Source: an optimization exercise on an open RTL-to-GDS flow (aim: small area, a short achievable clock period and few clock cycles). Production flows keep margins and buffers that such runs may drop. At most, simulation tests tie the RTL to the original design; equivalence was not proved. Function not checked in runs 1 and 2: the RTL went through the layout flow alone.

### design/flow/standard.sh
#!/bin/bash
# synth_recipe.tcl (not shown) runs the flow's synth.tcl, then flattens the netlist and writes it again
# the make line also repeats each setting of config.mk as NAME=value (left out here)
make -C /OpenROAD-flow-scripts/flow DESIGN_CONFIG=/design/flow/config.mk WORK_HOME=/design/flow/orfs CLKGATE_MAP_FILE= SYNTH_SCRIPT=/design/flow/synth_recipe.tcl "${@:-finish}"
### design/flow/flow/run.sh
#!/bin/bash
set -euo pipefail
bash standard.sh SETUP_SLACK_MARGIN=8 finish > flow.log 2>&1
### design/flow/design.v
module aes_gf16_mul (input wire [3:0] a, input wire [3:0] b, output wire [3:0] y);
    wire [6:0] p = ({7{b[0]}} & {3'b000, a}) ^ ({7{b[1]}} & {2'b00, a, 1'b0}) ^
                   ({7{b[2]}} & {1'b0, a, 2'b00}) ^ ({7{b[3]}} & {a, 3'b000});
    assign y = {p[3] ^ p[4] ^ p[5] ^ p[6], p[2] ^ p[6], p[1] ^ p[5] ^ p[6], p[0] ^ p[4] ^ p[5] ^ p[6]};
endmodule
module aes_sb_f1 (input wire [7:0] a, input wire dec, output wire [11:0] y);
    wire [7:0] te, td, t;
    assign te[0] = a[0] ^ a[1] ^ a[2] ^ a[6] ^ a[7];
    assign te[1] = a[1] ^ a[2] ^ a[5] ^ a[6] ^ a[7];
    assign te[2] = a[2] ^ a[5];
    assign te[3] = a[3];
    assign te[4] = a[4] ^ a[6] ^ a[7];
    assign te[5] = a[2] ^ a[3];
    assign te[6] = a[1] ^ a[2] ^ a[3] ^ a[4] ^ a[5] ^ a[6];
    assign te[7] = a[1] ^ a[4] ^ a[6] ^ a[7];
    assign td[0] = a[2];
    assign td[1] = ~(a[2] ^ a[4] ^ a[5]);
    assign td[2] = ~(a[1] ^ a[2]);
    assign td[3] = a[0] ^ a[2] ^ a[5];
    assign td[4] = a[0] ^ a[4] ^ a[5];
    assign td[5] = ~(a[0] ^ a[1] ^ a[2] ^ a[4] ^ a[5] ^ a[7]);
    assign td[6] = ~(a[0] ^ a[3]);
    assign td[7] = a[3] ^ a[4] ^ a[5] ^ a[6];
    assign t = dec ? td : te;
    wire [3:0] ah = t[7:4], al = t[3:0];
    wire [3:0] sl = {ah[0] ^ ah[1], ah[2] ^ ah[3], ah[1] ^ ah[2], ah[1] ^ ah[2] ^ ah[3]};    
    wire [3:0] sq = {al[2] ^ al[3], al[1] ^ al[3], al[3], al[0] ^ al[2] ^ al[3]};    
    wire [3:0] m;
    aes_gf16_mul u_m (.a(ah), .b(al), .y(m));
    assign y = {ah, ah ^ al, sl ^ m ^ sq};
endmodule
module aes_sb_f2 (input wire [11:0] a, output wire [7:0] y);
    wire [3:0] d = a[3:0];
    reg [3:0] di;
    always @(*) begin
        case (d)
            4'd0: di = 4'd0;
            4'd1: di = 4'd1;
            4'd2: di = 4'd12;
            4'd3: di = 4'd8;
            4'd4: di = 4'd6;
            4'd5: di = 4'd15;
            4'd6: di = 4'd4;
            4'd7: di = 4'd14;
            4'd8: di = 4'd3;
            4'd9: di = 4'd13;
            4'd10: di = 4'd11;
            4'd11: di = 4'd10;
            4'd12: di = 4'd2;
            4'd13: di = 4'd9;
            4'd14: di = 4'd7;
            4'd15: di = 4'd5;
        endcase
    end
    wire [3:0] ih, il;
    aes_gf16_mul u_h (.a(a[11:8]), .b(di), .y(ih));
    aes_gf16_mul u_l (.a(a[7:4]), .b(di), .y(il));
    assign y = {ih, il};
endmodule
module aes_sb_back (input wire [7:0] a, input wire dec, output wire [7:0] y);
    wire [7:0] ye, yd;
    assign ye[0] = ~(a[0] ^ a[1] ^ a[4]);
    assign ye[1] = ~(a[0] ^ a[2]);
    assign ye[2] = a[0];
    assign ye[3] = a[0] ^ a[1] ^ a[4] ^ a[6];
    assign ye[4] = a[0] ^ a[3] ^ a[4];
    assign ye[5] = ~(a[1] ^ a[3] ^ a[4]);
    assign ye[6] = ~(a[4] ^ a[6] ^ a[7]);
    assign ye[7] = a[2] ^ a[4] ^ a[5];
    assign yd[0] = a[0] ^ a[1] ^ a[2] ^ a[3] ^ a[5];
    assign yd[1] = a[4] ^ a[7];
    assign yd[2] = a[3] ^ a[5];
    assign yd[3] = a[3];
    assign yd[4] = a[1] ^ a[2] ^ a[7];
    assign yd[5] = a[2] ^ a[3] ^ a[5];
    assign yd[6] = a[1] ^ a[3] ^ a[4] ^ a[6];
    assign yd[7] = a[2] ^ a[3] ^ a[6] ^ a[7];
    assign y = dec ? yd : ye;
endmodule
module aes_ks_f1 (input wire [7:0] a, output wire [11:0] y);
    aes_sb_f1 u (.a(a), .dec(1'b0), .y(y));
endmodule
module aes_ks_f2 (input wire [11:0] a, output wire [7:0] y);
    wire [7:0] i;
    aes_sb_f2   u_i (.a(a), .y(i));
    aes_sb_back u_b (.a(i), .dec(1'b0), .y(y));
endmodule
module aes_mixcol (
    input  wire [31:0] a,
    output wire [31:0] y
);
    function [7:0] xt;
        input [7:0] b;
        xt = {b[6:0], 1'b0} ^ (b[7] ? 8'h1b : 8'h00);
    endfunction
    wire [7:0] a0 = a[7:0];
    wire [7:0] a1 = a[15:8];
    wire [7:0] a2 = a[23:16];
    wire [7:0] a3 = a[31:24];
    assign y[7:0]   = xt(a0) ^ (xt(a1) ^ a1) ^ a2 ^ a3;
    assign y[15:8]  = a0 ^ xt(a1) ^ (xt(a2) ^ a2) ^ a3;
    assign y[23:16] = a0 ^ a1 ^ xt(a2) ^ (xt(a3) ^ a3);
    assign y[31:24] = (xt(a0) ^ a0) ^ a1 ^ a2 ^ xt(a3);
endmodule
module aes_inv_mixcol (
    input  wire [31:0] a,
    output wire [31:0] y
);
    function [7:0] xt;
        input [7:0] b;
        xt = {b[6:0], 1'b0} ^ (b[7] ? 8'h1b : 8'h00);
    endfunction
    function [7:0] m9;
        input [7:0] b;
        m9 = xt(xt(xt(b))) ^ b;
    endfunction
    function [7:0] mb;
        input [7:0] b;
        mb = xt(xt(xt(b))) ^ xt(b) ^ b;
    endfunction
    function [7:0] md;
        input [7:0] b;
        md = xt(xt(xt(b))) ^ xt(xt(b)) ^ b;
    endfunction
    function [7:0] me;
        input [7:0] b;
        me = xt(xt(xt(b))) ^ xt(xt(b)) ^ xt(b);
    endfunction
    wire [7:0] a0 = a[7:0];
    wire [7:0] a1 = a[15:8];
    wire [7:0] a2 = a[23:16];
    wire [7:0] a3 = a[31:24];
    assign y[7:0]   = me(a0) ^ mb(a1) ^ md(a2) ^ m9(a3);
    assign y[15:8]  = m9(a0) ^ me(a1) ^ mb(a2) ^ md(a3);
    assign y[23:16] = md(a0) ^ m9(a1) ^ me(a2) ^ mb(a3);
    assign y[31:24] = mb(a0) ^ md(a1) ^ m9(a2) ^ me(a3);
endmodule
module press_aes (
    input  wire         clk,
    input  wire         rst,         
    input  wire         key_valid,
    output wire         key_ready,
    input  wire [1:0]   key_len,     
    input  wire [255:0] key,
    input  wire         in_valid,
    output wire         in_ready,
    input  wire         in_dec,      
    input  wire [127:0] in_data,
    output wire         out_valid,
    input  wire         out_ready,
    output wire [127:0] out_data
);
    reg         key_ok;      
    reg [1:0]   klen;        
    reg         f_raw;       
    reg         f_end;       
    reg [255:0] kst;
    reg [1:0]   ib_n;        
    reg         ib0_dec, ib1_dec;
    reg [127:0] ib0, ib1;    
    reg         st_v;
    reg [15:0]  st_dec;
    reg [127:0] st;          
    reg         r1_v, r1_last;
    reg [15:0]  r1_dec;
    reg [191:0] r1;          
    reg         r2_v, r2_last;
    reg [15:0]  r2_dec;
    reg [127:0] r2;          
    reg         ovalid;
    reg [127:0] obuf;
    reg         in_rdy, key_rdy;
    reg         eact;        
    reg         econv;       
    reg [5:0]   ecyc;
    reg         edir;        
    reg [1:0]   elen;        
    reg [255:0] kw;          
    reg [3:0]   srem;        
    reg [1:0]   sdly;        
    reg [1:0]   q3;          
    reg         qodd;        
    reg [7:0]   rc;          
    reg [2:0]   tpos;        
    reg [31:0]  sreg;        
    reg         srot;        
    reg [7:0]   srcon;       
    reg [47:0]  kmid;        
    reg [31:0]  tw;          
    reg [5:0]   erem;        
    wire [3:0] enr  = (elen == 2'd0) ? 4'd10 : (elen == 2'd1) ? 4'd12 : 4'd14;
    wire stall_arm = r2_v && r2_last && ovalid;
    wire stall     = stall_arm && !out_ready;
    wire e_free  = !eact ? !stall_arm : (!econv && erem == 6'd0 && !ovalid);
    wire ib_any  = (ib_n != 2'd0);
    wire admit_x = ib_any && (ib0_dec == f_end) && e_free;
    wire conv_go = ib_any && (ib0_dec != f_end) && !eact && !stall;
    wire admit_n = ib_any && eact && !econv && (ecyc == 6'd1 || ecyc == 6'd2) &&
                   (ib0_dec == edir);
    wire pop_ns  = admit_x || admit_n;
    wire pop     = admit_x || (admit_n && !stall);
    wire start   = admit_x || conv_go;
    wire kpend   = (srem != 4'd0);
    wire e_load  = eact && (ecyc == 6'd2) && !stall;
    wire e_step  = eact && kpend && (sdly == 2'd0) && !stall;
    wire [31:0] twr = tw ^ {24'd0, srcon};
    wire e_lstep = (srem == 4'd1);
    wire e_cend  = econv && e_step && e_lstep;
    assign in_ready  = in_rdy;
    assign key_ready = key_rdy;
    assign out_valid = ovalid;
    assign out_data  = obuf;
    wire key_go = key_valid && key_ready;
    wire blk_go = in_valid && in_ready;
    function [2:0] f_tpos;
        input [1:0] qq3;
        input [1:0] len;
        input       dir;
        begin
            if (len == 2'd1)
                f_tpos = (qq3 == 2'd1) ? (dir ? 3'd3 : 3'd0) :
                         (qq3 == 2'd2) ? (dir ? 3'd1 : 3'd2) : 3'd4;
            else
                f_tpos = dir ? 3'd3 : 3'd0;
        end
    endfunction
    function f_trot;
        input       qq1;
        input [1:0] len;
        input       dir;
        begin
            f_trot = (len == 2'd2) ? (dir ? qq1 : !qq1) : 1'b1;
        end
    endfunction
    function [7:0] f_rcmul;
        input [7:0] r;
        input       dir;
        begin
            f_rcmul = dir ? ({1'b0, r[7:1]} ^ (r[0] ? 8'h8d : 8'h00)) :
                            ({r[6:0], 1'b0} ^ (r[7] ? 8'h1b : 8'h00));
        end
    endfunction
    function [31:0] f_src;
        input [255:0] w;
        input [2:0]   tp;
        input [1:0]   len;
        input         dir;
        begin
            if (!dir) begin
                if (len == 2'd1 && tp == 3'd2) f_src = w[95:64] ^ w[127:96] ^ w[255:224];
                else f_src = w[255:224];
            end else begin
                if (len == 2'd0) f_src = w[255:224] ^ w[223:192];
                else if (len == 2'd1 && tp == 3'd1) f_src = w[255:224];
                else if (len == 2'd1) f_src = w[191:160];
                else f_src = w[255:224];
            end
        end
    endfunction
    wire [31:0] L0 = kw[31:0],    L1 = kw[63:32],   L2 = kw[95:64],   L3 = kw[127:96];
    wire [31:0] H0 = kw[159:128], H1 = kw[191:160], H2 = kw[223:192], H3 = kw[255:224];
    reg [31:0] fn0, fn1, fn2, fn3;
    always @(*) begin
        case (elen)
            2'd0: begin
                fn0 = H0 ^ twr;
                fn1 = H1 ^ fn0;
                fn2 = H2 ^ fn1;
                fn3 = H3 ^ fn2;
            end
            2'd1: begin
                fn0 = L2 ^ ((tpos == 3'd0) ? twr : H3);
                fn1 = L3 ^ fn0;
                fn2 = H0 ^ ((tpos == 3'd2) ? twr : fn1);
                fn3 = H1 ^ fn2;
            end
            default: begin
                fn0 = L0 ^ twr;
                fn1 = L1 ^ fn0;
                fn2 = L2 ^ fn1;
                fn3 = L3 ^ fn2;
            end
        endcase
    end
    reg [31:0] bo0, bo1, bo2, bo3;
    always @(*) begin
        case (elen)
            2'd0: begin
                bo0 = H3 ^ H2;
                bo1 = H2 ^ H1;
                bo2 = H1 ^ H0;
                bo3 = H0 ^ twr;
            end
            2'd1: begin
                bo0 = L1 ^ L0;
                bo1 = L0 ^ ((tpos == 3'd1) ? twr : H3);
                bo2 = H3 ^ H2;
                bo3 = H2 ^ ((tpos == 3'd3) ? twr : H1);
            end
            default: begin
                bo0 = L3 ^ L2;
                bo1 = L2 ^ L1;
                bo2 = L1 ^ L0;
                bo3 = L0 ^ twr;
            end
        endcase
    end
    wire [127:0] nw   = edir ? {bo0, bo1, bo2, bo3} : {fn3, fn2, fn1, fn0};
    wire [255:0] kw_n = {nw, kw[255:128]};
    wire [1:0]   q3_n   = edir ? ((q3 == 2'd0) ? 2'd2 : q3 - 2'd1) : ((q3 == 2'd2) ? 2'd0 : q3 + 2'd1);
    wire         qodd_n = !qodd;
    wire [7:0]   rc_n   = (srot && tpos != 3'd4) ? f_rcmul(rc, edir) : rc;
    wire [2:0]   tpos_n = f_tpos(q3_n, elen, edir);
    wire         trot_n = f_trot(qodd_n, elen, edir);
    wire [31:0] K0 = kst[31:0], K1 = kst[63:32], K2 = kst[95:64], K3 = kst[127:96];
    wire [31:0] K5 = kst[191:160];
    wire [31:0] a0 = K0 ^ twr;
    wire [31:0] a1 = K1 ^ a0;
    wire [31:0] a2 = K2 ^ a1;
    wire [31:0] a3 = K3 ^ a2;
    wire [255:0] kst_ld = !f_raw ? kst :
                          (klen == 2'd0) ? {a3, a2, a1, a0, kst[127:0]} :
                                           {a1, a0, kst[191:0]};
    wire [1:0]   q3_0   = !f_end ? 2'd0 : (elen == 2'd1) ? 2'd2 : (elen == 2'd2) ? 2'd1 : 2'd0;
    wire         qodd_0 = f_end;
    wire [7:0]   rc_0   = !f_end ? ((elen == 2'd2) ? 8'h01 : 8'h02) :
                          (elen == 2'd0) ? 8'h1b : (elen == 2'd1) ? 8'h80 : 8'h40;
    wire [2:0]   tpos_0 = f_tpos(q3_0, elen, f_end);
    wire         trot_0 = f_trot(qodd_0, elen, f_end);
    wire [47:0] ks1;
    wire [31:0] ks2;
    genvar g;
    generate
        for (g = 0; g < 4; g = g + 1) begin : g_ks
            aes_ks_f1 u_1 (.a(sreg[8*g +: 8]),   .y(ks1[12*g +: 12]));
            aes_ks_f2 u_2 (.a(kmid[12*g +: 12]), .y(ks2[8*g +: 8]));
        end
    endgenerate
    always @(posedge clk) begin
        kmid <= ks1;
        tw   <= ks2;
    end
    function [31:0] f_rot;
        input [31:0] w;
        input        rot;
        begin
            f_rot = rot ? {w[7:0], w[31:8]} : w;
        end
    endfunction
    wire [31:0] sinit = (klen == 2'd0) ? {K3[7:0], K3[31:8]} : {K5[7:0], K5[31:8]};
    always @(posedge clk) begin
        if (key_go) begin
            kst   <= key;
            klen  <= key_len;
            f_raw <= (key_len != 2'd2);
            f_end <= 1'b0;
        end else if (e_load) begin
            kst   <= kst_ld;
            f_raw <= 1'b0;
        end else if (e_cend) begin
            kst   <= {kw[255:128], nw};
            f_end <= !f_end;
        end
    end
    always @(posedge clk) begin
        if (e_load)
            kw <= kst_ld;
        else if (e_step)
            kw <= kw_n;
    end
    always @(posedge clk) begin
        if (rst) begin
            srem <= 4'd0;
        end else if (e_load) begin
            srem  <= enr - 4'd1;
            sdly  <= 2'd2;
            q3    <= q3_0;
            qodd  <= qodd_0;
            rc    <= rc_0;
            tpos  <= tpos_0;
            sreg  <= f_rot(f_src(kst_ld, tpos_0, elen, f_end), trot_0);
            srot  <= trot_0;
            srcon <= trot_0 ? rc_0 : 8'h00;
        end else if (e_step) begin
            srem  <= srem - 4'd1;
            sdly  <= 2'd2;
            q3    <= q3_n;
            qodd  <= qodd_n;
            rc    <= rc_n;
            tpos  <= tpos_n;
            if (!e_lstep) begin
                sreg  <= f_rot(f_src(kw_n, tpos_n, elen, edir), trot_n);
                srot  <= trot_n;
                srcon <= trot_n ? rc_n : 8'h00;
            end else begin
                sreg  <= sinit;
                srot  <= 1'b1;
                srcon <= 8'h01;
            end
        end else if (!stall) begin
            if (kpend) begin
                sdly <= sdly - 2'd1;
            end else begin
                sreg  <= sinit;
                srot  <= 1'b1;
                srcon <= 8'h01;
            end
        end
    end
    always @(posedge clk) begin
        if (rst) begin
            eact <= 1'b0;
        end else if (start) begin
            eact  <= 1'b1;
            econv <= conv_go;
            ecyc  <= 6'd1;
            erem  <= ((klen == 2'd0) ? 6'd30 : (klen == 2'd1) ? 6'd36 : 6'd42) - 6'd1;
            edir  <= f_end;
            elen  <= klen;
        end else if (eact && !stall) begin
            if (econv ? e_cend : (erem == 6'd0))
                eact <= 1'b0;
            ecyc <= ecyc + 6'd1;
            erem <= erem - 6'd1;
        end
    end
    wire [191:0] f1_out;
    wire [127:0] f2_out, y;
    wire [127:0] e_sr, e_mc, d_sr, d_ak, d_mc;
    wire [127:0] rk = kw[255:128];
    generate
        for (g = 0; g < 16; g = g + 1) begin : g_sbox
            aes_sb_f1   u_f1 (.a(st[8*g +: 8]),   .dec(st_dec[g]), .y(f1_out[12*g +: 12]));
            aes_sb_f2   u_f2 (.a(r1[12*g +: 12]), .y(f2_out[8*g +: 8]));
            aes_sb_back u_b  (.a(r2[8*g +: 8]),   .dec(r2_dec[g]), .y(y[8*g +: 8]));
        end
        for (g = 0; g < 16; g = g + 1) begin : g_shift
            assign e_sr[8*g +: 8] = y[8*((4*(((g/4) + (g%4)) % 4) + (g%4))) +: 8];
            assign d_sr[8*g +: 8] = y[8*((4*(((g/4) + 4 - (g%4)) % 4) + (g%4))) +: 8];
        end
        for (g = 0; g < 4; g = g + 1) begin : g_mix
            aes_mixcol     u_mc  (.a(e_sr[32*g +: 32]), .y(e_mc[32*g +: 32]));
            aes_inv_mixcol u_imc (.a(d_ak[32*g +: 32]), .y(d_mc[32*g +: 32]));
        end
    endgenerate
    assign d_ak = d_sr ^ rk;
    wire [127:0] f3_out, fin_out;
    generate
        for (g = 0; g < 16; g = g + 1) begin : g_out
            assign f3_out[8*g +: 8]  = r2_dec[g] ? d_mc[8*g +: 8] : (e_mc[8*g +: 8] ^ rk[8*g +: 8]);
            assign fin_out[8*g +: 8] = r2_dec[g] ? d_ak[8*g +: 8] : (e_sr[8*g +: 8] ^ rk[8*g +: 8]);
        end
    endgenerate
    always @(posedge clk) begin
        if (!stall) begin
            if (pop_ns) begin
                st     <= ib0 ^ kst[127:0];
                st_dec <= {16{ib0_dec}};
            end else begin
                st     <= f3_out;
                st_dec <= r2_dec;
            end
            r1      <= f1_out;
            r1_dec  <= st_dec;
            r1_last <= eact && !econv && (erem <= 6'd2);
            r2      <= f2_out;
            r2_dec  <= r1_dec;
            r2_last <= r1_last;
        end
        if (r2_v && r2_last && !stall)
            obuf <= fin_out;
    end
    wire [1:0] ib_nn = ib_n + {1'b0, blk_go} - {1'b0, pop};
    always @(posedge clk) begin
        if (pop) begin
            ib0     <= (ib_n == 2'd2) ? ib1 : in_data;
            ib0_dec <= (ib_n == 2'd2) ? ib1_dec : in_dec;
            if (ib_n == 2'd2) begin
                ib1     <= in_data;
                ib1_dec <= in_dec;
            end
        end else if (blk_go) begin
            if (ib_n == 2'd0) begin
                ib0     <= in_data;
                ib0_dec <= in_dec;
            end else begin
                ib1     <= in_data;
                ib1_dec <= in_dec;
            end
        end
    end
    wire       n_key_ok = !rst && (key_ok || key_go);
    wire [1:0] n_ib_n   = rst ? 2'd0 : ib_nn;
    wire       n_eact   = !rst && (start || (eact && !(!stall && (econv ? e_cend : (erem == 6'd0)))));
    wire [5:0] n_ecyc   = start ? 6'd1 : (eact && !stall) ? ecyc + 6'd1 : ecyc;
    always @(posedge clk) begin
        if (rst) begin
            key_ok <= 1'b0;
            ib_n   <= 2'd0;
            st_v   <= 1'b0;
            r1_v   <= 1'b0;
            r2_v   <= 1'b0;
            ovalid <= 1'b0;
        end else begin
            if (key_go)
                key_ok <= 1'b1;
            ib_n <= ib_nn;
            if (!stall) begin
                st_v <= pop || (r2_v && !r2_last);
                r1_v <= st_v;
                r2_v <= r1_v;
            end
            if (r2_v && r2_last && !stall)
                ovalid <= 1'b1;
            else if (out_ready)
                ovalid <= 1'b0;
        end
        in_rdy  <= n_key_ok && (n_ib_n != 2'd2);
        key_rdy <= (n_ib_n == 2'd0) && !(n_eact && (n_ecyc == 6'd1 || n_ecyc == 6'd2));
    end
endmodule
### design/flow/constraint.sdc
create_clock -name core_clock -period 12.0 [get_ports {clk}]
set_input_delay 2.4000 -clock core_clock [delete_from_list [all_inputs] [get_ports {clk}]]
set_output_delay 2.4000 -clock core_clock [all_outputs]
set_load 0.01 [all_outputs]
### design/flow/config.mk
export PLATFORM = sky130hd
export DESIGN_NAME = press_aes
export DESIGN_NICKNAME = press_aes
export VERILOG_FILES = /design/flow/design.v
export SDC_FILE = /design/flow/constraint.sdc
export NUM_CORES = 8
export LEC_CHECK = 0
export ABC_CLOCK_PERIOD_IN_PS = 3500
export CAP_MARGIN = 20
export CORE_MARGIN = 2
export CORE_UTILIZATION = 45
export PLACE_DENSITY = 0.6
export SETUP_SLACK_MARGIN = 5
export SLEW_MARGIN = 20
==> results of run 1 <==
## worst max path at each step
stage               startpoint  endpoint  slack [ps]
floorplan            out_ready     kw[0]        4210
global placement     out_ready   ib0[58]        5090
detailed placement   out_ready   ib0[57]        5050
CTS                     r2[75]   st[125]        7890
global route            r2[11]    st[34]        7830
finish                 elen[1]  sreg[10]        7850
## registers in the layout (all words and copies together) (netlist names), 64 cells and up
name	cells
ib1	128
kw	256
kst	256
g_sbox.u_f2.u_h.b	64
r1	192
r2	128
ib0	128
st	128
obuf	128
## layout make-up
type                    instances  area share
repair buffers               1213      0.0814
repair inverters                5    0.000421
flip-flops and latches       1631       0.307
diodes                         31    0.000502
inverters                     230     0.00634
well taps                    3781      0.0306
clock inverters               128      0.0109
multi-input cells           10500       0.528
clock buffers                 244      0.0349
## Yosys cell counts, types with 39 or more instances
| cell | number | area, sq um |
|---|---|---|
| nand2b_1 | 79 | 494 |
| buf_2 | 73 | 365 |
| clkbuf_1 | 765 | 2870 |
| inv_1 | 212 | 796 |
| dfxtp_1 | 159 | 3180 |
| or3_1 | 45 | 282 |
| edfxtp_1 | 1472 | 44200 |
| nand3_1 | 60 | 300 |
| a221o_1 | 50 | 500 |
| nor2b_1 | 76 | 475 |
| xnor2_1 | 2575 | 22600 |
| xnor3_1 | 265 | 5970 |
| ha_1 | 99 | 1240 |
| xor2_1 | 1121 | 9820 |
| a221oi_1 | 97 | 850 |
| nand2_1 | 1887 | 7080 |
| mux2_2 | 221 | 2490 |
| o21a_1 | 43 | 323 |
| a22o_1 | 39 | 342 |
| o22ai_1 | 84 | 526 |
| a211oi_1 | 163 | 1220 |
| o221ai_1 | 49 | 429 |
| a21oi_1 | 532 | 2660 |
| o21ai_0 | 636 | 3180 |
| buf_1 | 114 | 428 |
| nor3_1 | 107 | 536 |
| a31oi_1 | 106 | 663 |
| a22oi_1 | 107 | 803 |
| mux2i_1 | 480 | 4800 |
| xor3_1 | 68 | 1620 |
| or2_2 | 74 | 463 |
| o211ai_1 | 73 | 548 |
| nor2_1 | 891 | 3340 |
| and2_1 | 58 | 363 |
## logic make-up (layout without fill, tap and decap cells)
group,Yosys count,in the layout,synth area share
and+or+nand+nor,3385,3394,0.109
adders and majority gates,99,99,0.00951
other,0,31,0
DFF,1631,1631,0.364
AOI/OAI and AO/OA,2230,2232,0.109
muxes,731,731,0.0597
buffers and inverters,1193,1820,0.0354
xor gates and xnor gates,4077,4077,0.314
## metal layers
metal | track usage | up-vias | wire length, um | part of all wire
li1 | - | 46800 | - | -
met1 | 0.518 | 53900 | 230000 | 0.38
met2 | 0.556 | 7386 | 245000 | 0.40
met3 | 0.117 | 1518 | 81300 | 0.13
met4 | 0.279 | 32 | 52900 | 0.087
met5 | 0.00132 | - | 397 | 0.00065
## worst max-delay path: cells and delay by family (launching register included)
family                 cells  cell delay [ps]
and+or+nand+nor            2              490
DFF                        1              400
AOI/OAI and AO/OA          6             1410
muxes                      1              240
buffers and inverters      4             1210
## per-stage QoR
stage / instance area, sq um / cells
after detailed placement: 139000 / 17000
final: 155000 / 17800
after global routing: 154000 / 17800
after floorplan: 130000 / 13300
after CTS: 151000 / 17600
after global placement: 139000 / 17000
## repair_timing
item | CTS | global route
resized for setup | 860 | 258
pin swaps | 40 | 34
buffers inserted | 189 | 147
gates cloned | 39 | 21
endpoints found under the setup margin | 2086 | 698
==> flow_metrics.py, run 1 <==
metrics = {
    "timing": {
        "post-route-min-period_ps": 4150,
        "rsz0062_at_grt": "yes",
        "fin_ws_ps": 7850,
        "tns_ps": 0,
        "setup_violations": 0,
        "hold_violations": 0,
        "finalCritPeriodShare": 0.346,
        "skew_ps": 87.6,
        "maxSlewViolCount": 0,
        "fmax_mhz": 241,
        "holdWs_ps": 420,
        "slew_headroom": 0.0770,
        "worst_pin_slew_ps": 1350,
    },
    "floorplanning": {
        "rows": 197,
        "start_util": 0.452,
        "core_sq_um": 288000,
        "die_h_um": 542,
        "dieArea_sq_um": 294000,
        "ios": 523,
        "die_width_um": 542,
    },
    "grt": {
        "antenna_found_initial": 58,
        "grt_pass1_wl_um": 814000,
        "grt_pass1_vias": 101000,
        "track_usage": 0.396,
        "overflow": 0,
        "grt_max_degree": 101,
    },
    "routing": {
        "routed_wl_um": 610000,
        "drt_iter0_drc": 16600,
        "vias_per_cell": 6.16,
        "antenna_left": 0,
        "num_vias": 110000,
        "avgRoutedWirePerCell_um": 34.3,
        "route.detailed.drc": 0,
        "first_pass_iters": 9,
    },
    "finish": {
        "final-seq-area_sq_um": 47400,
        "nNetsFinal": 14300,
        "drive_gt1_frac": 0.138,
        "layout_common_cells": "2470 x xnor2_1, 1876 x nand2_1, 1472 x edfxtp_1, 1051 x xor2_1, 869 x nor2_1",
        "mostFrequentLayoutCell": "xnor2_1",
        "fill_cells": 25400,
        "multiInputGateArea_sq_um": 81600,
        "utilization": 0.537,
        "syn_to_final_growth_pct": 18.7,
    },
    "status": {
        "status": "no timing/DRC/antenna violations",
    },
    "yosys": {
        "syn_area_sq_um": 130000,
        "async_flop_share": 0,
        "ys_ff_latch": 1631,
        "synth_edf_count": 1472,
        "ys_seq_area_frac": 0.364,
        "synth_ff_type": "edfxtp_1",
        "syn_inst": 13300,
        "syn_nets": 13800,
        "yosysWarnings": 4,
        "synth_cell_types": 99,
        "avgSynthCellArea_sq_um": 9.76,
    },
    "setup_path": {
        "critical-path-slowest-cell": "o22ai_1",
        "cpPeakStageDelay_ps": 630,
        "cp.required_ps": 12770,
        "path_cells": "buf_4, buf_12, inv_4, nand2_8, buf_6, o21ai_0, nand2_1, o21ai_2, mux2i_1, o21ai_2, o22ai_1, a21oi_1, a21oi_1",
        "criticalPathCategory": "reg -> reg",
        "cp-start-kind": "register",
        "r2r_setup_slack_ps": 7850,
        "r2r_start": "elen[1]",
        "worstPathArrival_ps": 4920,
        "reg2reg_depth": 13,
        "path_max_fanout": 50,
        "crit_path_end_kind": "register",
        "r2r_end": "sreg[10]",
    },
    "clock_tree": {
        "cts.reportedPaths.clkPinSlew_ps": 70,
        "cts-buffers-inserted": 199,
        "cts-root-buf": "clkbuf_16",
        "cts_tree": "yes",
        "clk_latency_ps": 980,
        "cts_hold_buf": 0,
        "cts_buffer_depth": 4,
        "h-tree-depth": 4,
        "cts_sinks": 1631,
    },
    "placed_design": {
        "gp_congestion": 1.02,
        "pre_cts_ws_ps": 5050,
        "io_buffers": 522,
        "post-dp-hpwl_um": 438000,
    },
    "hold_path": {
        "holdPathStages": 0,
        "hold_path_end": "r2_dec[2]",
        "min_path_type": "reg -> reg",
        "holdCritStartpoint": "r1_dec[2]",
    },
    "flow_run": {
        "maxCapViolCount": 0,
    },
}
==> inputs of run 2 (changes only) <==
==> design/flow/flow/run.sh (replaced) <==
#!/bin/bash
set -euo pipefail
bash standard.sh SETUP_SLACK_MARGIN=8 RECOVER_POWER=100 finish > flow.log 2>&1
==> run 2 against run 1 <==
Now fails the layout checks on capacitance limit, slew limit. Core utilization is 1.3 points lower. Setup slack worse by 4100 ps. Die area stayed put. Synthesized area stayed put. Worst hold slack hardly changed. Register-to-register slack worse by 3200 ps. Routed wire length is 0.21% higher. Sequential cell count stayed put. Via count is 0.25% higher. Non-clock buffer count stayed put. Critical path type is now in -> reg. Critical endpoint is now kw[242].
==> flow_metrics.py, run 2 <==
metrics = {
    "timing": {
        "tns_ps": 0,
        "maxSlewViolCount": 1660,
        "post-route-min-period_ps": 8280,
        "finalCritPeriodShare": 0.690,
        "skew_ps": 83.6,
        "fmax_mhz": 121,
        "worst_pin_slew_ps": 3900,
        "fin_ws_ps": 3720,
        "setup_violations": 0,
        "hold_violations": 0,
        "rsz0062_at_grt": "yes",
        "slew_headroom": -1.60,
        "holdWs_ps": 420,
    },
    "floorplanning": {
        "rows": 197,
        "dieArea_sq_um": 294000,
        "ios": 523,
        "start_util": 0.452,
        "die_h_um": 542,
        "die_width_um": 542,
        "core_sq_um": 288000,
    },
    "setup_path": {
        "criticalPathCategory": "in -> reg",
        "critPathMostFrequentCell": "clkbuf_1",
        "cp-start-kind": "primary input",
        "crit_family": "buffers and inverters",
        "worstPathArrival_ps": 8840,
        "crit_buf_inv": 5,
        "crit_path_end_kind": "register",
        "critical-path-slowest-cell": "clkbuf_1",
        "path_max_fanout": 38,
        "cpPeakStageDelay_ps": 2050,
        "cp.required_ps": 12570,
        "path_cells": "clkbuf_2, nand2b_1, nor2_4, clkbuf_1, clkinvlp_2, and2_0, and3_1, clkbuf_1, clkbuf_1, o21ai_0",
    },
    "grt": {
        "overflow": 0,
        "track_usage": 0.396,
        "grt_max_degree": 101,
        "antenna_found_initial": 64,
        "grt_pass1_vias": 101000,
        "grt_pass1_wl_um": 814000,
    },
    "routing": {
        "vias_per_cell": 6.18,
        "first_pass_iters": 8,
        "num_vias": 110000,
        "avgRoutedWirePerCell_um": 34.3,
        "drt_iter0_drc": 16500,
        "route.detailed.drc": 0,
        "antenna_left": 0,
        "routed_wl_um": 611000,
    },
    "finish": {
        "nNetsFinal": 14300,
        "mostFrequentLayoutCell": "xnor2_1",
        "syn_to_final_growth_pct": 15.9,
        "layout_common_cells": "2520 x xnor2_1, 1882 x nand2_1, 1472 x edfxtp_1, 1078 x xor2_1, 879 x nor2_1",
        "drive_gt1_frac": 0.105,
        "reg.largest.list": "kst x256, kw x256, r1 x192",
        "multiInputGateArea_sq_um": 80100,
        "fill_cells": 25900,
        "final-seq-area_sq_um": 47400,
    },
    "clock_tree": {
        "h-tree-depth": 4,
        "cts_hold_buf": 0,
        "cts_buffer_depth": 4,
        "clk_latency_ps": 980,
        "cts_tree": "yes",
        "cts_sinks": 1631,
        "cts-root-buf": "clkbuf_16",
        "cts-buffers-inserted": 199,
        "cts.reportedPaths.clkPinSlew_ps": 60,
    },
    "placed_design": {
        "post-dp-hpwl_um": 438000,
        "pre_cts_ws_ps": 5050,
        "io_buffers": 522,
        "gp_congestion": 1.02,
    },
    "yosys": {
        "async_flop_share": 0,
        "ys_seq_area_frac": 0.364,
        "synth_ff_type": "edfxtp_1",
        "avgSynthCellArea_sq_um": 9.76,
        "ys_ff_latch": 1631,
        "synth_edf_count": 1472,
        "syn_inst": 13300,
        "synth.top_cells.by_count": "2575 x xnor2_1, 1887 x nand2_1, 1472 x edfxtp_1",
        "syn_area_sq_um": 130000,
        "post-synth-top-count-cell": "xnor2_1",
        "yosysWarnings": 4,
        "synth_top_area_frac": 0.339,
        "synth_cell_types": 99,
        "synth_top_area_cell": "edfxtp_1",
        "yosys-top-cells-area": "edfxtp_1 34%, xnor2_1 17%, xor2_1 7.5%",
        "syn_nets": 13800,
    },
    "hold_path": {
        "min_path_type": "reg -> reg",
    },
    "status": {
        "so_faults": "capacitance limit, slew limit",
        "status": "failed layout checks",
    },
    "flow_run": {
        "maxCapViolCount": 56,
    },
}
[run 2: cell counts after synthesis]
No cell type changed its count.
[run 2: cells by family (layout without fill, tap and decap cells)]
kind of cell / count (synthesis) / in the layout / synth area share
AOI/OAI and AO/OA: 2230 / 2232 / 0.109
adders and majority gates: 99 / 99 / 0.00951
xor gates and xnor gates: 4077 / 4077 / 0.314
buffers and inverters: 1193 / 1820 / 0.0354
other: 0 / 38 / 0
DFF: 1631 / 1631 / 0.364
muxes: 731 / 731 / 0.0597
and+or+nand+nor: 3385 / 3394 / 0.109
[run 2: area by class of cell]
type	instances	share of cell area
multi-input cells	10500	0.531
flip-flops and latches	1631	0.314
repair buffers	1213	0.0699
clock inverters	128	0.0112
well taps	3781	0.0314
repair inverters	5	0.000240
inverters	230	0.00629
clock buffers	244	0.0357
diodes	38	0.000630
[run 2: final timing paths]
path | from | end | slack, ps | cells past startpoint
setup / recovery | out_ready | kw[242] | 3720 | 10
hold / removal | r1_dec[6] | r2_dec[6] | 420 | 0
setup reg to reg | r2_last | kw[242] | 4640 | 9
hold reg to reg | r1_dec[6] | r2_dec[6] | 420 | 0
[run 2: through the flow]
stage | cell area, sq um | util | cells
after detailed placement | 139000 | 0.484 | 17000
after CTS | 151000 | 0.526 | 17600
after global placement | 139000 | 0.484 | 17000
after global routing | 151000 | 0.524 | 17800
after floorplan | 130000 | - | 13300
final | 151000 | 0.524 | 17800
[run 2: worst reg2reg max path, cell delays in order (launching register included)]
cell        delay (ps)
edfxtp_1           450
nand2_1            330
nor2_4              40
clkbuf_1           140
clkinvlp_2         600
and2_0             400
and3_1             530
clkbuf_1          2050
clkbuf_1          2090
o21ai_0            320
[run 2: repair_timing]
| action | in CTS | in global routing |
|---|---|---|
| resized for setup | 860 | 258 |
| pin swaps | 40 | 34 |
| gates cloned | 39 | 21 |
| endpoints found under the setup margin | 2086 | 698 |
| buffers inserted | 189 | 147 |
[run 2: layer usage]
| metal | up-vias | track usage | wire, um |
|---|---|---|---|
| met1 | 53900 | 0.518 | 230000 |
| met3 | 1595 | 0.117 | 82300 |
| met4 | 34 | 0.279 | 54300 |
| met5 | - | 0.00132 | 548 |
| met2 | 7541 | 0.556 | 244000 |
| li1 | 46800 | - | - |
==> inputs of run 3 (changes only) <==
--- a/design/flow/design.v
+++ b/design/flow/design.v
@@ -103,27 +103,11 @@
     assign y[31:24] = (xt(a0) ^ a0) ^ a1 ^ a2 ^ xt(a3);
 endmodule
-module aes_inv_mixcol (
+module aes_invmix_pre (
     input  wire [31:0] a,
     output wire [31:0] y
 );
-    function [7:0] xt;
+    function [7:0] x4;       
         input [7:0] b;
-        xt = {b[6:0], 1'b0} ^ (b[7] ? 8'h1b : 8'h00);
-    endfunction
-    function [7:0] m9;
-        input [7:0] b;
-        m9 = xt(xt(xt(b))) ^ b;
-    endfunction
-    function [7:0] mb;
-        input [7:0] b;
-        mb = xt(xt(xt(b))) ^ xt(b) ^ b;
-    endfunction
-    function [7:0] md;
-        input [7:0] b;
-        md = xt(xt(xt(b))) ^ xt(xt(b)) ^ b;
-    endfunction
-    function [7:0] me;
-        input [7:0] b;
-        me = xt(xt(xt(b))) ^ xt(xt(b)) ^ xt(b);
+        x4 = {b[5:0], 2'b00} ^ (b[6] ? 8'h1b : 8'h00) ^ (b[7] ? 8'h36 : 8'h00);
     endfunction
     wire [7:0] a0 = a[7:0];
@@ -131,8 +115,7 @@
     wire [7:0] a2 = a[23:16];
     wire [7:0] a3 = a[31:24];
-    assign y[7:0]   = me(a0) ^ mb(a1) ^ md(a2) ^ m9(a3);
-    assign y[15:8]  = m9(a0) ^ me(a1) ^ mb(a2) ^ md(a3);
-    assign y[23:16] = md(a0) ^ m9(a1) ^ me(a2) ^ mb(a3);
-    assign y[31:24] = mb(a0) ^ md(a1) ^ m9(a2) ^ me(a3);
+    wire [7:0] u  = x4(a0 ^ a2);
+    wire [7:0] v  = x4(a1 ^ a3);
+    assign y = {a3 ^ v, a2 ^ u, a1 ^ v, a0 ^ u};
 endmodule
 module press_aes (
@@ -426,30 +409,34 @@
     end
     wire [191:0] f1_out;
-    wire [127:0] f2_out, y;
-    wire [127:0] e_sr, e_mc, d_sr, d_ak, d_mc;
+    wire [127:0] f2_out;
+    wire [127:0] e_sr, d_sr, t, p, v, m;
     wire [127:0] rk = kw[255:128];
     generate
         for (g = 0; g < 16; g = g + 1) begin : g_sbox
+            wire [7:0] inv;
             aes_sb_f1   u_f1 (.a(st[8*g +: 8]),   .dec(st_dec[g]), .y(f1_out[12*g +: 12]));
-            aes_sb_f2   u_f2 (.a(r1[12*g +: 12]), .y(f2_out[8*g +: 8]));
-            aes_sb_back u_b  (.a(r2[8*g +: 8]),   .dec(r2_dec[g]), .y(y[8*g +: 8]));
+            aes_sb_f2   u_f2 (.a(r1[12*g +: 12]), .y(inv));
+            aes_sb_back u_b  (.a(inv),            .dec(r1_dec[g]), .y(f2_out[8*g +: 8]));
         end
         for (g = 0; g < 16; g = g + 1) begin : g_shift
-            assign e_sr[8*g +: 8] = y[8*((4*(((g/4) + (g%4)) % 4) + (g%4))) +: 8];
-            assign d_sr[8*g +: 8] = y[8*((4*(((g/4) + 4 - (g%4)) % 4) + (g%4))) +: 8];
+            assign e_sr[8*g +: 8] = r2[8*((4*(((g/4) + (g%4)) % 4) + (g%4))) +: 8];
+            assign d_sr[8*g +: 8] = r2[8*((4*(((g/4) + 4 - (g%4)) % 4) + (g%4))) +: 8];
+        end
+        for (g = 0; g < 16; g = g + 1) begin : g_key
+            assign t[8*g +: 8] = (r2_dec[g] ? d_sr[8*g +: 8] : e_sr[8*g +: 8]) ^ rk[8*g +: 8];
+            assign v[8*g +: 8] = r2_dec[g] ? p[8*g +: 8] : e_sr[8*g +: 8];
         end
         for (g = 0; g < 4; g = g + 1) begin : g_mix
-            aes_mixcol     u_mc  (.a(e_sr[32*g +: 32]), .y(e_mc[32*g +: 32]));
-            aes_inv_mixcol u_imc (.a(d_ak[32*g +: 32]), .y(d_mc[32*g +: 32]));
+            aes_invmix_pre u_p  (.a(t[32*g +: 32]), .y(p[32*g +: 32]));
+            aes_mixcol     u_mc (.a(v[32*g +: 32]), .y(m[32*g +: 32]));
         end
     endgenerate
-    assign d_ak = d_sr ^ rk;
     wire [127:0] f3_out, fin_out;
     generate
         for (g = 0; g < 16; g = g + 1) begin : g_out
-            assign f3_out[8*g +: 8]  = r2_dec[g] ? d_mc[8*g +: 8] : (e_mc[8*g +: 8] ^ rk[8*g +: 8]);
-            assign fin_out[8*g +: 8] = r2_dec[g] ? d_ak[8*g +: 8] : (e_sr[8*g +: 8] ^ rk[8*g +: 8]);
+            assign f3_out[8*g +: 8]  = m[8*g +: 8] ^ (r2_dec[g] ? 8'h00 : rk[8*g +: 8]);
         end
     endgenerate
+    assign fin_out = t;
     always @(posedge clk) begin
         if (!stall) begin
==> design/flow/flow/run.sh (replaced) <==
#!/bin/bash
set -euo pipefail
bash standard.sh SETUP_SLACK_MARGIN=8 "BUFFER_PORTS_ARGS=-buffer_cell sky130_fd_sc_hd__buf_1" finish > flow.log 2>&1
--- a/design/flow/config.mk
+++ b/design/flow/config.mk
@@ -10,4 +10,6 @@
 export CORE_MARGIN = 2
 export CORE_UTILIZATION = 45
+export CTS_CLUSTER_DIAMETER = 200
+export CTS_CLUSTER_SIZE = 20
 export PLACE_DENSITY = 0.6
 export SETUP_SLACK_MARGIN = 5
==> run 3 against run 2 <==
The run now finishes clean. Final cell count is 3.3% lower. Critical path type is now reg -> reg. Sequential cell count stayed put. Largest cell class unchanged. Synthesized area is 3.7% lower. First-iteration DRC count is 8.5% lower. Clock-buffer cell count is 80 lower. Via count is 3.0% lower.
==> flow_metrics.py, run 3 <==
metrics = {
    "grt": {
        "grt_max_degree": 149,
        "antenna_found_initial": 81,
        "overflow": 0,
        "track_usage": 0.393,
        "busiest_layer": "met2",
        "grt_use_met3": 0.102,
        "grt_pass1_wl_um": 783000,
        "met1_usage": 0.484,
        "grt_pass1_vias": 98200,
        "gr-usage-met2": 0.587,
    },
    "clock_tree": {
        "cts-buffers-inserted": 91,
        "cts_hold_buf": 0,
        "cts-root-buf": "clkbuf_16",
        "cts_buffer_depth": 3,
        "cts_tree": "yes",
        "clk_latency_ps": 860,
        "cts_sinks": 1631,
        "cts.reportedPaths.clkPinSlew_ps": 100,
        "h-tree-depth": 3,
    },
    "finish": {
        "fill_cells": 25500,
        "layout_common_cells": "2146 x xnor2_1, 2047 x nand2_1, 1472 x edfxtp_1, 1009 x xor2_1, 900 x nor2_1",
        "drive_gt1_frac": 0.0972,
        "utilization": 0.505,
        "multiInputGateArea_sq_um": 76000,
        "nNetsFinal": 13900,
        "reg.largest.list": "kst x256, kw x256, r1 x192",
        "syn_to_final_growth_pct": 11.4,
        "mostFrequentLayoutCell": "xnor2_1",
        "final-seq-area_sq_um": 47400,
    },
    "routing": {
        "antenna_left": 0,
        "route.detailed.drc": 0,
        "drt_iter0_drc": 15100,
        "avgRoutedWirePerCell_um": 33.9,
        "first_pass_iters": 9,
        "vias_per_cell": 6.19,
        "num_vias": 107000,
        "routed_wl_um": 584000,
    },
    "placed_design": {
        "io_buffers": 522,
        "post-dp-hpwl_um": 430000,
        "gp_congestion": 1.06,
    },
    "timing": {
        "worst_pin_slew_ps": 1410,
        "tns_ps": 0,
        "skew_ps": 99.1,
        "rsz0062_at_grt": "yes",
        "hold_violations": 0,
        "post-route-min-period_ps": 4110,
        "finalCritPeriodShare": 0.342,
        "setup_violations": 0,
        "fmax_mhz": 244,
        "maxSlewViolCount": 0,
        "slew_headroom": 0.0556,
        "holdWs_ps": 438,
    },
    "yosys": {
        "synth_edf_count": 1472,
        "synth_top_area_cell": "edfxtp_1",
        "ys_ff_latch": 1631,
        "async_flop_share": 0,
        "syn_area_sq_um": 125000,
        "ys_seq_area_frac": 0.378,
        "synth_ff_type": "edfxtp_1",
        "syn_inst": 13200,
        "synth.top_cells.by_count": "2240 x xnor2_1, 2061 x nand2_1, 1472 x edfxtp_1",
        "synth_cell_types": 106,
        "yosysWarnings": 4,
        "post-synth-top-count-cell": "xnor2_1",
        "avgSynthCellArea_sq_um": 9.52,
        "yosys-top-cells-area": "edfxtp_1 35%, xnor2_1 16%, xor2_1 7.3%",
        "synth_top_area_frac": 0.353,
        "syn_nets": 13700,
    },
    "status": {
        "status": "no timing/DRC/antenna violations",
    },
    "floorplanning": {
        "core_sq_um": 277000,
        "ios": 523,
        "start_util": 0.453,
        "dieArea_sq_um": 283000,
        "die_h_um": 532,
        "die_width_um": 532,
        "rows": 193,
    },
    "setup_path": {
        "path_max_fanout": 19,
        "cpPeakStageDelay_ps": 710,
        "cp.required_ps": 12570,
        "path_cells": "or2_2, buf_4, nor2_1, o21ai_0, a21boi_0, o211ai_1, xnor2_1, nor2_1, a21oi_1, a21oi_1, a21oi_1",
        "crit_family": "compound AO/OA/AOI/OAI gates",
        "cp-start-kind": "register",
        "crit_path_end_kind": "register",
        "critPathMostFrequentCell": "a21oi_1",
        "worstPathArrival_ps": 4670,
        "critical-path-slowest-cell": "a21oi_1",
        "crit_buf_inv": 1,
        "criticalPathCategory": "reg -> reg",
    },
    "flow_run": {
        "maxCapViolCount": 0,
    },
    "hold_path": {
        "min_path_type": "reg -> reg",
    },
}
## run 3: cell families (layout without fill, tap and decap cells)
group / Yosys count / after routing / share of synthesized area
xor gates and xnor gates: 3542 / 3542 / 0.275
muxes: 667 / 667 / 0.0557
AOI/OAI and AO/OA: 2273 / 2273 / 0.115
other: 0 / 32 / 0
adders and majority gates: 101 / 101 / 0.0100
buffers and inverters: 1164 / 1475 / 0.0357
and+or+nand+nor: 3790 / 3797 / 0.130
DFF: 1631 / 1631 / 0.378
## run 3: through the flow
| stage | worst slack (ps) | cells | instance area, sq um |
|---|---|---|---|
| CTS | 7800 | 17000 | 137000 |
| floorplan | 4150 | 13200 | 125000 |
| finish | 7890 | 17200 | 140000 |
| detailed placement | 4760 | 16800 | 131000 |
| global route | 7910 | 17200 | 140000 |
| global placement | 4820 | 16800 | 131000 |
## run 3: layout make-up
type / count / share of cell area
Antenna cell: 32 / 0.000573
Multi-Input combinational cell: 10400 / 0.544
Tap cell: 3705 / 0.0332
Timing Repair inverter: 3 / 0.000287
Clock buffer: 164 / 0.0184
Sequential cell: 1631 / 0.339
Inverter: 239 / 0.00694
Timing Repair Buffer: 1063 / 0.0568
Clock inverter: 6 / 0.000528
## run 3: path summary, 6_finish.rpt
path,cells after the start,endpoint,startpoint,slack (ps)
worst min-delay path,0,r2_last,r1_last,440
worst min register to register,0,r2_last,r1_last,440
worst max-delay path,11,kw[223],tpos[2],7890
worst max register to register,11,kw[223],tpos[2],7890
## run 3: worst register-to-register path, stage by stage, from the launching register on
cell	delay, ps
edfxtp_1	590
or2_2	360
buf_4	310
nor2_1	690
o21ai_0	310
a21boi_0	200
o211ai_1	240
xnor2_1	100
nor2_1	110
a21oi_1	50
a21oi_1	710
a21oi_1	190
## run 3: what timing repair did
item | 4_1_cts | 5_1_grt
gates cloned | 32 | 13
endpoints found under the setup margin | 1974 | 679
gates resized for setup | 344 | 213
pin swaps | 24 | 31
buffers inserted | 84 | 138
## run 3: metal layers
layer | wire length (um) | share of wire
met5 | 163 | 0.00028
met1 | 214000 | 0.37
met3 | 66000 | 0.11
met2 | 247000 | 0.42
met4 | 56700 | 0.097
Testbench counts of run 3, summed over its fixed seeds: cycles 29,406.
==> inputs of run 4 (changes only) <==
--- a/design/flow/config.mk
+++ b/design/flow/config.mk
@@ -10,6 +10,4 @@
 export CORE_MARGIN = 2
 export CORE_UTILIZATION = 45
-export CTS_CLUSTER_DIAMETER = 200
-export CTS_CLUSTER_SIZE = 20
 export PLACE_DENSITY = 0.6
 export SETUP_SLACK_MARGIN = 5
==> run 4 against run 3 <==
Register-to-register slack lost 70 ps. Maximum frequency down 1.8%. Synthesized cell count stayed put. Setup slack worse by 74 ps. Design area rose by 2.2%. Non-clock buffer count fell by 55. Largest cell class unchanged. Sequential cell count is the same. Core utilization increased by 1.1 points. Still clean on timing, DRC and antenna.
==> flow_metrics.py, run 4 <==
metrics = {
    "status": {
        "status": "no timing/DRC/antenna violations",
    },
    "timing": {
        "setup_violations": 0,
        "worst_pin_slew_ps": 1380,
        "hold_violations": 0,
        "tns_ps": 0,
        "finalCritPeriodShare": 0.348,
        "post-route-min-period_ps": 4180,
        "holdWs_ps": 426,
        "rsz0062_at_grt": "yes",
        "slew_headroom": 0.0733,
        "fmax_mhz": 239,
        "skew_ps": 81.7,
        "maxSlewViolCount": 0,
    },
    "clock_tree": {
        "cts-root-buf": "clkbuf_16",
        "cts.reportedPaths.clkPinSlew_ps": 60,
        "cts_tree": "yes",
        "cts_buffer_depth": 4,
        "clk_latency_ps": 960,
        "h-tree-depth": 4,
        "cts_sinks": 1631,
        "cts-buffers-inserted": 199,
    },
    "setup_path": {
        "path_max_fanout": 19,
        "critPathMostFrequentCell": "a221oi_1",
        "setup.worst_path.start": "tpos[2]",
        "path_cells": "or2_2, buf_4, nor2_1, a221oi_1, xnor2_1, a221oi_1, mux2i_1, nand3_1, o211ai_1, a21oi_1",
        "r2r_end": "sreg[15]",
        "cp.required_ps": 12690,
        "critical-path-slowest-cell": "mux2i_1",
        "r2r_start": "tpos[2]",
        "r2r_setup_slack_ps": 7820,
        "reg2reg_depth": 10,
        "cp-start-kind": "register",
        "cp-endpoint": "sreg[15]",
        "crit_path_end_kind": "register",
        "worstPathArrival_ps": 4870,
        "criticalPathCategory": "reg -> reg",
        "cpPeakStageDelay_ps": 610,
    },
    "yosys": {
        "post-synth-top-count-cell": "xnor2_1",
        "async_flop_share": 0,
        "synth_cell_types": 106,
        "synth.top_cells.by_count": "2240 x xnor2_1, 2061 x nand2_1, 1472 x edfxtp_1",
        "syn_area_sq_um": 125000,
        "synth_top_area_frac": 0.353,
        "avgSynthCellArea_sq_um": 9.52,
        "ys_ff_latch": 1631,
        "syn_inst": 13200,
        "synth_ff_type": "edfxtp_1",
        "synth_top_area_cell": "edfxtp_1",
        "ys_seq_area_frac": 0.378,
        "synth_edf_count": 1472,
        "yosysWarnings": 4,
        "syn_nets": 13700,
        "yosys-top-cells-area": "edfxtp_1 35%, xnor2_1 16%, xor2_1 7.3%",
    },
    "routing": {
        "vias_per_cell": 6.16,
        "route.detailed.drc": 0,
        "first_pass_iters": 9,
        "num_vias": 107000,
        "avgRoutedWirePerCell_um": 33.5,
        "drt_iter0_drc": 15300,
        "routed_wl_um": 581000,
        "antenna_left": 0,
    },
    "finish": {
        "layout_common_cells": "2145 x xnor2_1, 2047 x nand2_1, 1472 x edfxtp_1, 1010 x xor2_1, 897 x nor2_1",
        "layout.cells.non_filler": 17400,
        "utilization": 0.516,
        "reg.largest.list": "kst x256, kw x256, r1 x192",
        "fill_cells": 25200,
        "drive_gt1_frac": 0.106,
        "mostFrequentLayoutCell": "xnor2_1",
        "syn_to_final_growth_pct": 13.9,
        "nNetsFinal": 14000,
    },
    "grt": {
        "overflow": 0,
        "grt_max_degree": 149,
        "track_usage": 0.392,
        "grt_pass1_wl_um": 783000,
        "antenna_found_initial": 76,
        "grt_pass1_vias": 99100,
    },
    "placed_design": {
        "gp_congestion": 1.06,
        "post-dp-hpwl_um": 430000,
        "io_buffers": 522,
        "place_inst": 16800,
    },
    "floorplanning": {
        "rows": 193,
        "die_width_um": 532,
        "start_util": 0.453,
        "core_sq_um": 277000,
        "dieArea_sq_um": 283000,
        "ios": 523,
        "die_h_um": 532,
    },
    "flow_run": {
        "maxCapViolCount": 0,
    },
    "hold_path": {
        "min_path_type": "reg -> reg",
        "holdCritStartpoint": "r1_last",
    },
}
[run 4: how the worst min path moves through the flow]
stage,slack [ps],end,cells past startpoint
after detailed placement,410,r2_last,0
after CTS,430,r2_last,0
final,430,r2_last,0
after floorplan,400,r2_last,0
after global routing,450,r2_last,0
after global placement,420,r2_last,0
[run 4: logic make-up after synthesis]
logic type      synth area share
compound gates             0.115
simple gates               0.130
flops                      0.378
xor+xnor                   0.275
buf+inv                   0.0357
fa+ha+maj                 0.0100
mux                       0.0557
[run 4: repair_timing]
action | in CTS | in global routing
setup endpoints to repair | 1784 | 564
resized for setup | 344 | 176
hold buffers | 0 | 0
cloned | 25 | 10
pin swaps | 23 | 33
setup buffers | 61 | 118
endpoints found under the hold margin | 0 | 0
[run 4: stage by stage]
stage          worst slack (ps)  area (sq um)
2_1_floorplan              4150        125000
3_3_place_gp               4820        131000
3_5_place_dp               4760        131000
4_1_cts                    7940        140000
5_1_grt                    7890        143000
6_report                   7820        143000
[run 4: final cells by class]
class | instances | area (sq um) | area share
Tap cell | 3705 | 4640 | 0.0325
Timing Repair Buffer | 1008 | 7110 | 0.0498
Antenna cell | 50 | 125 | 0.000876
Clock inverter | 114 | 1310 | 0.00914
Multi-Input combinational cell | 10400 | 75800 | 0.531
Clock buffer | 250 | 5380 | 0.0377
Sequential cell | 1631 | 47400 | 0.332
Inverter | 239 | 956 | 0.00670
Timing Repair inverter | 4 | 51.3 | 0.000359
[run 4: critical path: cells and delay by family, from the launching register on]
family,cells,cell delay [ps]
flops,1,580
simple gates,3,1190
compound gates,4,990
xor+xnor,1,200
mux,1,610
buf+inv,1,300
[run 4: per-layer routing]
metal,up-vias,track usage,wire length [um]
met1,52600,0.486,213000
met5,-,0,137
met2,6878,0.585,247000
met3,1734,0.0966,65800
met4,22,0.305,56000
li1,45900,-,-
==> inputs of run 5 (changes only) <==
--- a/design/flow/design.v
+++ b/design/flow/design.v
@@ -243,50 +243,22 @@
     wire [31:0] L0 = kw[31:0],    L1 = kw[63:32],   L2 = kw[95:64],   L3 = kw[127:96];
     wire [31:0] H0 = kw[159:128], H1 = kw[191:160], H2 = kw[223:192], H3 = kw[255:224];
-    reg [31:0] fn0, fn1, fn2, fn3;
-    always @(*) begin
-        case (elen)
-            2'd0: begin
-                fn0 = H0 ^ twr;
-                fn1 = H1 ^ fn0;
-                fn2 = H2 ^ fn1;
-                fn3 = H3 ^ fn2;
-            end
-            2'd1: begin
-                fn0 = L2 ^ ((tpos == 3'd0) ? twr : H3);
-                fn1 = L3 ^ fn0;
-                fn2 = H0 ^ ((tpos == 3'd2) ? twr : fn1);
-                fn3 = H1 ^ fn2;
-            end
-            default: begin
-                fn0 = L0 ^ twr;
-                fn1 = L1 ^ fn0;
-                fn2 = L2 ^ fn1;
-                fn3 = L3 ^ fn2;
-            end
-        endcase
-    end
-    reg [31:0] bo0, bo1, bo2, bo3;
-    always @(*) begin
-        case (elen)
-            2'd0: begin
-                bo0 = H3 ^ H2;
-                bo1 = H2 ^ H1;
-                bo2 = H1 ^ H0;
-                bo3 = H0 ^ twr;
-            end
-            2'd1: begin
-                bo0 = L1 ^ L0;
-                bo1 = L0 ^ ((tpos == 3'd1) ? twr : H3);
-                bo2 = H3 ^ H2;
-                bo3 = H2 ^ ((tpos == 3'd3) ? twr : H1);
-            end
-            default: begin
-                bo0 = L3 ^ L2;
-                bo1 = L2 ^ L1;
-                bo2 = L1 ^ L0;
-                bo3 = L0 ^ twr;
-            end
-        endcase
-    end
+    wire k6 = (elen == 2'd1);
+    wire k8 = (elen == 2'd2);
+    wire [31:0] fb0 = k6 ? L2 : k8 ? L0 : H0;
+    wire [31:0] fb1 = k6 ? L3 : k8 ? L1 : H1;
+    wire [31:0] fb2 = k6 ? H0 : k8 ? L2 : H2;
+    wire [31:0] fb3 = k6 ? H1 : k8 ? L3 : H3;
+    wire [31:0] fn0 = fb0 ^ ((k6 && tpos != 3'd0) ? H3 : twr);
+    wire [31:0] fn1 = fb1 ^ fn0;
+    wire [31:0] fn2 = fb2 ^ ((k6 && tpos == 3'd2) ? twr : fn1);
+    wire [31:0] fn3 = fb3 ^ fn2;
+    wire [31:0] bu0 = k6 ? L1 : k8 ? L3 : H3;
+    wire [31:0] bu1 = k6 ? L0 : k8 ? L2 : H2;
+    wire [31:0] bu2 = k6 ? H3 : k8 ? L1 : H1;
+    wire [31:0] bu3 = k6 ? H2 : k8 ? L0 : H0;
+    wire [31:0] bo0 = bu0 ^ bu1;
+    wire [31:0] bo1 = bu1 ^ ((k6 && tpos == 3'd1) ? twr : bu2);
+    wire [31:0] bo2 = bu2 ^ bu3;
+    wire [31:0] bo3 = bu3 ^ ((k6 && tpos != 3'd3) ? H1 : twr);
     wire [127:0] nw   = edir ? {bo0, bo1, bo2, bo3} : {fn3, fn2, fn1, fn0};
     wire [255:0] kw_n = {nw, kw[255:128]};
==> design/flow/flow/run.sh (replaced) <==
#!/bin/bash
set -euo pipefail
bash standard.sh SETUP_SLACK_MARGIN=8.25 "BUFFER_PORTS_ARGS=-buffer_cell sky130_fd_sc_hd__buf_1" finish > flow.log 2>&1
--- a/design/flow/config.mk
+++ b/design/flow/config.mk
@@ -10,4 +10,6 @@
 export CORE_MARGIN = 2
 export CORE_UTILIZATION = 45
+export CTS_CLUSTER_DIAMETER = 200
+export CTS_CLUSTER_SIZE = 20
 export PLACE_DENSITY = 0.6
 export SETUP_SLACK_MARGIN = 5
==> run 5 against run 4 <==
Still clean. Worst hold slack better by 14 ps. Routed wire length down 2.5%. Design area is 0.16% lower. Clock-buffer cell count is 96 lower. Sequential cell count did not move. Largest cell class unchanged.
==> flow_metrics.py, run 5 <==
metrics = {
    "status": {
        "status": "no timing/DRC/antenna violations",
    },
    "grt": {
        "antenna_found_initial": 60,
        "overflow": 0,
        "grt_max_degree": 129,
        "grt_pass1_vias": 92000,
        "track_usage": 0.391,
        "grt_pass1_wl_um": 740000,
    },
    "clock_tree": {
        "clk_latency_ps": 870,
        "cts-buffers-inserted": 91,
        "cts_sinks": 1631,
        "cts_buffer_depth": 3,
        "cts-root-buf": "clkbuf_16",
        "cts_tree": "yes",
        "cts.reportedPaths.clkPinSlew_ps": 100,
        "h-tree-depth": 3,
    },
    "placed_design": {
        "post-dp-hpwl_um": 394000,
        "gp_congestion": 1.02,
        "io_buffers": 522,
    },
    "routing": {
        "vias_per_cell": 6.14,
        "first_pass_iters": 28,
        "route.detailed.drc": 0,
        "num_vias": 102000,
        "routed_wl_um": 567000,
        "antenna_left": 0,
        "avgRoutedWirePerCell_um": 34.0,
        "drt_iter0_drc": 15600,
    },
    "setup_path": {
        "crit_path_end_kind": "register",
        "cp-start-kind": "register",
        "crit_buf_inv": 6,
        "cp.required_ps": 12580,
        "path_max_fanout": 7,
        "path_cells": "buf_12, buf_16, xor2_4, buf_4, buf_8, buf_16, buf_12, o22ai_1, nor2_1, xnor2_2, xnor2_1, mux2i_1, xor2_1, xnor2_1, a21oi_4, o21ai_0",
        "critical-path-slowest-cell": "edfxtp_1",
        "criticalPathCategory": "reg -> reg",
        "worstPathArrival_ps": 4570,
        "crit_family": "XOR/XNOR gates",
        "reg2reg_depth": 16,
        "cpPeakStageDelay_ps": 440,
        "cp.depth": 16,
    },
    "hold_path": {
        "holdPathStages": 0,
        "min_path_type": "reg -> reg",
    },
    "floorplanning": {
        "dieArea_sq_um": 270000,
        "rows": 189,
        "core_sq_um": 265000,
        "die_h_um": 520,
        "start_util": 0.452,
        "die_width_um": 520,
        "ios": 523,
    },
    "yosys": {
        "synth_ff_type": "edfxtp_1",
        "syn_inst": 12300,
        "yosys-top-cells-area": "edfxtp_1 37%, xnor2_1 15%, xor2_1 7.2%",
        "synth_top_area_frac": 0.369,
        "post-synth-top-count-cell": "xnor2_1",
        "syn_nets": 12800,
        "syn_area_sq_um": 120000,
        "synth_cell_types": 106,
        "avgSynthCellArea_sq_um": 9.76,
        "async_flop_share": 0,
        "yosysWarnings": 4,
        "synth_top_area_cell": "edfxtp_1",
        "synth.top_cells.by_count": "2005 x xnor2_1, 1771 x nand2_1, 1472 x edfxtp_1",
        "ys_ff_latch": 1631,
        "synth_edf_count": 1472,
        "ys_seq_area_frac": 0.395,
    },
    "timing": {
        "slew_headroom": 0.0478,
        "hold_violations": 0,
        "setup_violations": 0,
        "rsz0062_at_grt": "yes",
        "maxSlewViolCount": 0,
        "tns_ps": 0,
        "post-route-min-period_ps": 3990,
        "worst_pin_slew_ps": 1420,
        "skew_ps": 72.1,
        "fmax_mhz": 251,
        "finalCritPeriodShare": 0.333,
    },
    "finish": {
        "drive_gt1_frac": 0.166,
        "mostFrequentLayoutCell": "xnor2_1",
        "reg.largest.list": "kst x256, kw x256, r1 x192",
        "syn_to_final_growth_pct": 18.9,
        "nNetsFinal": 13500,
        "fill_cells": 23500,
        "final-seq-area_sq_um": 47400,
        "layout_common_cells": "1783 x xnor2_1, 1756 x nand2_1, 1472 x edfxtp_1, 896 x xor2_1, 821 x nor2_1",
        "multiInputGateArea_sq_um": 73900,
    },
    "flow_run": {
        "maxCapViolCount": 0,
    },
}
run 5: metrics by stage:
step           area (sq um)  setup slack (ps)   util  std cells  hold slack (ps)
6_report             143000              8010  0.538      16700              440
5_1_grt              142000              8060  0.538      16600              451
4_1_cts              136000              8030  0.511      16300              440
3_5_place_dp         125000              5000  0.472      15800              422
3_3_place_gp         125000              5080  0.472      15800              428
2_1_floorplan        120000              4430      -      12300              400
run 5: final cells by class:
| class | instances | share of cell area |
|---|---|---|
| diodes | 25 | 0.000439 |
| repair buffers | 1430 | 0.0923 |
| flip-flops and latches | 1631 | 0.332 |
| clock buffers | 154 | 0.0176 |
| multi-input cells | 9624 | 0.518 |
| clock inverters | 8 | 0.000878 |
| repair inverters | 5 | 0.000298 |
| well taps | 3533 | 0.0310 |
| inverters | 244 | 0.00677 |
run 5: per-layer routing:
layer,up-vias,routed length (um),part of all wire,global-route usage
li1,43800,-,-,-
met1,50500,218000,0.38,0.525
met2,6734,227000,0.40,0.544
met3,1239,74400,0.13,0.115
met4,42,47300,0.083,0.261
met5,-,763,0.0013,0
run 5: worst register-to-register path, delay by kind of cell, from the launching register on:
kind	cells	cell delay, ps
DFF	1	440
and+or+nand+nor	1	110
AOI/OAI and AO/OA	3	650
buffers and inverters	6	970
xor gates and xnor gates	5	1290
muxes	1	270
run 5: final timing paths:
path / slack [ps] / start / to
worst min-delay path: 440 / r1_last / r2_last
worst max-delay path: 8010 / elen[1] / kst[118]
worst max register to register: 8010 / elen[1] / kst[118]
worst min register to register: 440 / r1_last / r2_last
run 5: logic make-up after synthesis:
| logic type | count (synthesis) | synth area share |
|---|---|---|
| xor gates and xnor gates | 3224 | 0.262 |
| muxes | 676 | 0.0603 |
| and+or+nand+nor | 3397 | 0.124 |
| adders and majority gates | 99 | 0.0103 |
| DFF | 1631 | 0.395 |
| AOI/OAI and AO/OA | 2216 | 0.114 |
| buffers and inverters | 1035 | 0.0339 |
run 5: timing repair:
action	in CTS	in global routing
cloned	71	65
hold buffers	0	0
pin swaps	86	185
setup endpoints to repair	2134	1281
buffers inserted	269	296
gates resized for setup	666	670
Testbench counts of run 5, summed over its fixed seeds: cycles 29,406.

[afterwards: timing with drivers on the ports]
In the flow no input, the clock included, has a driving cell. The finished layouts below were timed again as built, in two steps.
Step 1, drivers: a clkbuf_16 drives clk and a buf_2 each remaining input, both assumed.
Step 2, shift: input delay + t, output delay - t, t = (earliest + latest rising clock arrival at the registers) / 2. This alone moves slack from input paths to output paths.
a / b / c = ideal ports / drivers / drivers and shift; a / b = the first two.
run	t, ns	setup WS [ns]	hold WS [ns]	latest minus earliest clock arrival (ns)	worst slew at a driven data input, ns
run 1	1.044	7.849 / 7.761 / 7.090	0.420 / 0.420 / 0.420	0.091 / 0.091	0.21
run 2	1.047	3.722 / 3.800 / 2.753	0.420 / 0.420 / 0.420	0.088 / 0.088	0.22
run 3	0.912	7.895 / 7.895 / 7.070	0.438 / 0.438 / 0.438	0.102 / 0.103	0.12
run 4	1.032	7.820 / 7.820 / 6.988	0.426 / 0.426 / 0.426	0.090 / 0.089	0.11
run 5	0.939	8.009 / 7.918 / 7.262	0.440 / 0.440 / 0.440	0.077 / 0.077	0.28
For run 2, which loses most, drivers alone change the setup slack by +0.078 ns; drivers and shift together by -0.969 ns.
